What follows belongs to an exercise in optimizing a design on an open flow for small area, a short achievable clock period and few clock cycles; a production flow would make more cautious choices.
In this exercise RTL edits were held to simulation tests only and were not proved equivalent to the original.
Power and IR drop assume default switching activity.

==> flow/design.v, too long to show whole: its modules and the start of the top module <==
// module frb_tot_hi: 700 lines
// module frb_tot_lo: 331 lines
// module frb_tot_code: 5 lines
// module frb_coder: 179 lines
module frb_coder (
    input  wire        clk,
    input  wire        rst,
    input  wire        cmd_valid,
    output wire        cmd_ready,
    input  wire        cmd_mode,       
    input  wire [12:0] cmd_nwords,     
    input  wire        in_valid,
    output wire        in_ready,
    input  wire [63:0] in_data,
    output wire        out_valid,
    input  wire        out_ready,
    output wire [63:0] out_data,
    output wire        out_last
);
  // ...
==> flow/flow/run.sh <==
#!/bin/bash
# Layout flow: the standard synthesis, then its combinational logic mapped
# again by ABC with a stronger script (flip-flops, their names and cells kept),
# then the standard layout from floorplan to finish.
set -euo pipefail
W=$(pwd)
R=$W/orfs/results/$FLOW_PLATFORM/frb_coder/base
YOSYS=$FLOW_HOME/../tools/install/yosys/bin/yosys
LIB=$FLOW_HOME/platforms/$FLOW_PLATFORM/lib/sky130_fd_sc_hd__tt_025C_1v80.lib

bash standard.sh synth > $W/std_synth.log 2>&1
cp $R/1_2_yosys.v $W/std_1_2_yosys.v
if IN=$W/std_1_2_yosys.v OUT=$W/resyn.v LIB=$LIB SCRIPT=$W/flow/resyn.abc \
   $YOSYS -c $W/flow/resyn.tcl > $W/resyn.log 2>&1; then
  cp $W/resyn.v $R/1_2_yosys.v
  rm -f $R/1_synth.odb $R/1_synth.sdc
else
  echo "resynthesis failed, keeping the standard netlist" >> $W/resyn.log
fi
bash standard.sh BUFFER_PORTS_ARGS="-buffer_cell sky130_fd_sc_hd__buf_2" SETUP_SLACK_MARGIN=35.2 finish > $W/std_finish.log 2>&1
==> flow/flow/resyn.abc <==
strash
dc2
balance
rewrite
refactor
balance
rewrite
rewrite -z
balance
refactor -z
rewrite -z
balance
dc2
dch -f
map -D 5000
topo
buffer -c -N 12
upsize -c -D 5000
dnsize -c -D 5000
==> flow/flow/resyn.tcl <==
# Maps the combinational logic of the standard synthesis's netlist again with
# ABC (flip-flop and tie cell instances kept as they are).
# Environment: IN (netlist), OUT, LIB (liberty), SCRIPT (ABC script).
set lib $::env(LIB)
set dont_use {}
set fh [open $lib r]
foreach line [split [read $fh] "\n"] {
  if {[regexp {^\s*cell\s*\(\s*"?([A-Za-z0-9_]+)"?\s*\)} $line -> name]} {
    if {[string match *lpflow* $name] || [string match *probe* $name]} {
      lappend dont_use -dont_use $name
    }
  }
}
close $fh
yosys read_liberty -ignore_miss_func $lib
yosys read_verilog -defer $::env(IN)
yosys hierarchy -top frb_coder
yosys setattr -mod -set keep_hierarchy 1 sky130_fd_sc_hd__df* sky130_fd_sc_hd__edf* sky130_fd_sc_hd__sdf* sky130_fd_sc_hd__conb_1
yosys flatten
yosys opt_clean -purge frb_coder
yosys abc -liberty $lib {*}$dont_use -script $::env(SCRIPT) frb_coder
yosys opt_clean -purge frb_coder
yosys insbuf -buf sky130_fd_sc_hd__buf_4 A X
yosys check
yosys tee -o $::env(OUT).stat stat -liberty $lib
yosys blackbox sky130_fd_sc_hd__*
yosys write_verilog -noattr -nohex -nodec $::env(OUT)
==> flow/standard.sh <==
#!/bin/bash
# synth_recipe.tcl (not shown) runs the flow's synth.tcl, then flattens the netlist and writes it again
# the make line also repeats each setting of config.mk as NAME=value (left out here)
make -C /OpenROAD-flow-scripts/flow DESIGN_CONFIG=/design/flow/config.mk WORK_HOME=/design/flow/orfs CLKGATE_MAP_FILE= SYNTH_SCRIPT=/design/flow/synth_recipe.tcl "${@:-finish}"
==> flow/config.mk <==
export PLATFORM = sky130hd
export DESIGN_NAME = frb_coder
export DESIGN_NICKNAME = frb_coder
export VERILOG_FILES = /design/flow/design.v
export SDC_FILE = /design/flow/constraint.sdc
export NUM_CORES = 4
export LEC_CHECK = 0
export CAP_MARGIN = 20
export CORE_MARGIN = 2
export CORE_UTILIZATION = 35
export CTS_CLUSTER_DIAMETER = 100
export CTS_CLUSTER_SIZE = 20
export GPL_TIMING_DRIVEN = 0
export SLEW_MARGIN = 20
export SYNTH_MEMORY_MAX_BITS = 65536
==> flow/constraint.sdc <==
create_clock -name core_clock -period 45.0 [get_ports {clk}]
set_input_delay 9.0000 -clock core_clock [delete_from_list [all_inputs] [get_ports {clk}]]
set_output_delay 9.0000 -clock core_clock [all_outputs]
set_load 0.01 [all_outputs]
==> metrics.cfg, run 1 <==
[setup_path]
critPathMaxStageDelay_ns=0.39
crit_arrival_ns=1.16
reg2reg_to=o_w[24]$_DFFE_PP_
slowest_stage=edfxtp_1
path_class=reg2out
cp-start-kind=flip-flop
cp.depth=1
critPathRequiredTime_ns=36.00

[layout]
drive_above_1_share_pct=8.92
multi_input_area_sq_um=13800
signal_buffers=271
area_delta_synth_final_pct=13.4
final_cell_mix=nand2_1 (637), nor2_1 (603), inv_1 (419), o21ai_0 (349), edfxtp_1 (314)

[grt]
grt_start_max_net_pins=70
grt_util_met2_pct=57.1
met3_usage_pct=15.7

[drt]
drt_first_pass_iters=10
drt_iter0_drc=5519
drt-total-wl_um=161000
topRoutingLayerUsed=met5

[floorplanning]
tap_cells=959
start_util_pct=35.5
die_height_um=277
coreArea_sq_um=73300

[timing]
max-slew-margin-rel_pct=18.1
setup_slack_ns=34.84

[synthesis]
yosys_warnings=1
synth.avg_cell_area_sq_um=7.20

[status]
outcome=no timing/DRC/antenna violations

[pwr]
clkPwrFrac_pct=12.9
sw_frac_of_total_pct=56.3
peakVddDrop_mv=0.0337
pwr-share-comb_pct=63.6
clk-power_w=0.000228
p_seq_share_pct=23.5

[cts]
cts_inserted_buffers=24
clockBufferDepth=3

[hold_path]
min_to=c_last$_DFFE_PN_
hp-class=reg2reg

Testbench counts, summed over its fixed seeds: cycles 62,280.
==> inputs of run 2 (changes only) <==
--- a/flow/flow/run.sh
+++ b/flow/flow/run.sh
@@ -19,2 +19,2 @@
 fi
-bash standard.sh BUFFER_PORTS_ARGS="-buffer_cell sky130_fd_sc_hd__buf_2" SETUP_SLACK_MARGIN=35.2 finish > $W/std_finish.log 2>&1
+bash standard.sh BUFFER_PORTS_ARGS="-buffer_cell sky130_fd_sc_hd__buf_2" SETUP_SLACK_MARGIN=35.05 finish > $W/std_finish.log 2>&1
==> metrics.cfg, run 2 <==
[layout]
drive_above_1_share_pct=8.89  ; was 8.92%
area_delta_synth_final_pct=13.4  ; about the same
final_nets=3917  ; unchanged
reg_top3=o2_w x64, o_w x64, d_d x60  ; unchanged
design_area_sq_um=29500  ; about the same
final_common_cell=nand2_1  ; unchanged
stdcell_count=4814  ; was 4816
final_cell_mix=nand2_1 (637), nor2_1 (604), inv_1 (419), o21ai_0 (349), edfxtp_1 (314)  ; was nand2_1 (637), nor2_1 (603), inv_1 (419), o21ai_0 (349), edfxtp_1 (314)

[timing]
max_freq_ghz=0.0984  ; about the same
tightest_slew_ns=1.25  ; was 1.22 ns
period_share_pct=22.6  ; about the same
skew_ns=0.0616  ; was 0.0634 ns
whs_ns=0.422  ; about the same
final-hold-violation-count=0  ; unchanged
fin_crit_ns=10.16  ; about the same
setup_violations=0  ; unchanged
fin_setup_tns_ns=0  ; unchanged
rsz0062_at_grt=yes  ; unchanged
drv_slew=0  ; unchanged
max-slew-margin-rel_pct=15.6  ; was 18.1%

[drt]
antenna_left=0  ; unchanged
vias_per_cell=6.50  ; was 6.49
drc=0  ; unchanged
routed-via-count=31300  ; about the same
routedWlPerCell_um=33.4  ; about the same
drt_iter0_drc=5488  ; was 5519
drt_first_pass_iters=8  ; was 10
drt-total-wl_um=161000  ; about the same

[synthesis]
syn_inst=3615  ; unchanged
synth_nets=3698  ; unchanged
syn_area_sq_um=26000  ; unchanged
yosys_warnings=1  ; unchanged
synth.avg_cell_area_sq_um=7.20  ; unchanged

[cts]
cts_inserted_buffers=24  ; unchanged
cts_tree=done  ; unchanged
clockBufferDepth=3  ; unchanged
clk-insertion-delay-late_ns=0.61  ; about the same
cts_sinks=356  ; unchanged
htreeDepth=1  ; unchanged
root_buffer=clkbuf_16  ; unchanged
path_clk_slew_ns=0.09  ; about the same

[setup_path]
cp-start-kind=flip-flop  ; unchanged
critPathRequiredTime_ns=36.00  ; about the same
r2r-start=c_chi[0]$_DFFE_PN_  ; unchanged
critical-path-top-delay-family=flip-flops  ; unchanged
cp.depth=1  ; unchanged
critPathMaxStageDelay_ns=0.39  ; about the same
crit_buf_inv=1  ; unchanged
reg2reg_depth=38  ; unchanged
reg2reg_to=o_w[24]$_DFFE_PP_  ; unchanged
cp_max_fo=1  ; unchanged
path_class=reg2out  ; unchanged
crit_arrival_ns=1.16  ; about the same
r2r_setup_slack_ns=35.22  ; was 35.31 ns
endpoint_kind=output port  ; unchanged
slowest_stage=edfxtp_1  ; unchanged
cp-endpoint=out_data[62]  ; unchanged
crit_chain=buf_2  ; unchanged
cp-startpoint=o_w[62]$_DFFE_PP_  ; unchanged

[pwr]
p_leak_nw=11.9  ; about the same
power_density_nw_per_um2=59.7  ; about the same
p_total_w=0.00176  ; about the same
peakVddDrop_mv=0.0335  ; was 0.0337 mV

[hold_path]
hp-class=reg2reg  ; unchanged

[grt]
grt_start_max_net_pins=70  ; unchanged
grt_pass1_wl_um=221000  ; unchanged
grtUsageTotal_pct=40.4  ; unchanged
grt-ovfl-total=0  ; unchanged
grt_pass1_vias=28800  ; unchanged
antenna_found_initial=11  ; unchanged

[place]
port_buffers=150  ; unchanged
hpwlAfterDp_um=124000  ; unchanged
globalplace.congestion=1.12  ; unchanged
place_area_sq_um=28600  ; unchanged
dp_cells=4754  ; unchanged

[floorplanning]
coreArea_sq_um=73300  ; unchanged
io_pins=151  ; unchanged
start_util_pct=35.5  ; unchanged
die_height_um=277  ; unchanged
die_area_sq_um=76600  ; unchanged
rows=99  ; unchanged
die_width_um=277  ; unchanged

[status]
outcome=no timing/DRC/antenna violations  ; unchanged

[run]
max_cap_violations=0  ; unchanged

## run 2: layer usage
| layer | up-vias | routed length [um] | track usage [%] |
|---|---|---|---|
| li1 | 13300 | - | - |
| met1 | 15000 | 64700 | 53.8 |
| met2 | 2470 | 64400 | 57.1 |
| met3 | 556 | 22200 | 15.7 |
| met4 | 4 | 9520 | 19.4 |
| met5 | - | 23 | 0 |
## run 2: how the worst min path moves through the flow
stage | from | slack [ns] | cells after the start | end
after global placement | d_last$_DFFE_PN_ | 0.40 | 0 | c_last$_DFFE_PN_
after detailed placement | d_last$_DFFE_PN_ | 0.42 | 0 | c_last$_DFFE_PN_
after CTS | d_last$_DFFE_PN_ | 0.43 | 0 | c_last$_DFFE_PN_
after global routing | d_last$_DFFE_PN_ | 0.44 | 0 | c_last$_DFFE_PN_
after floorplan | d_last$_DFFE_PN_ | 0.40 | 0 | c_last$_DFFE_PN_
final | d_last$_DFFE_PN_ | 0.42 | 0 | c_last$_DFFE_PN_
## run 2: per-stage QoR
stage               setup WS [ns]  utilization [%]
CTS                         34.82             40.0
global route                34.79             40.2
detailed placement          34.76             39.0
global placement            33.10             38.2
finish                      34.84             40.3
floorplan                   35.30                -
## run 2: area by class of cell
cell class / count / area [sq um]
fillers: 7798 / 43800
multi-input cells: 2722 / 13800
flip-flops and latches: 356 / 10300
inverters: 459 / 1740
repair buffers: 193 / 1400
well taps: 959 / 1200
clock buffers: 32 / 631
plain buffers: 78 / 328
clock inverters: 6 / 108
diodes: 9 / 22.5
## run 2: what timing repair did
item,CTS,global route
gates resized for setup,11,6
endpoints found under the setup margin,68,86
hold buffers,0,0
endpoints found under the hold margin,0,0
buffers inserted,1,11
## run 2: power breakdown
| group | internal [W] | switching (W) |
|---|---|---|
| clock network | 0.000103 | 0.000125 |
| logic | 0.000280 | 0.000842 |
| registers | 0.000388 | 0.0000259 |

==> static timing again, ports no longer ideal <==
The results above use ideal ports. As a check the final layouts listed here were re-extracted and re-timed, cells and wires unchanged. Step 1 sets driving cells, clkbuf_16 on the clock port and buf_2 on the other inputs (assumed; they add their load-dependent delay and slew). Step 2 times the ports against the registers' clock, not the clock port: input delays grow and output delays shrink by t, the midpoint of the rising clock arrivals with the driver on. Three values: ideal, step 1, step 2; two values: the first two.
run	t (ns)	setup slack, ns	clock arrival spread, ns	worst data-port slew with drivers (ns)
run 1	0.648	34.840 / 34.774 / 34.750	0.064 / 0.064	0.11
run 2	0.647	34.841 / 34.775 / 34.750	0.062 / 0.061	0.11
After both steps every run listed still meets setup and hold. The setup slack of run 2, which loses most, moves by -0.066 ns with the drivers and by -0.091 ns with both steps.
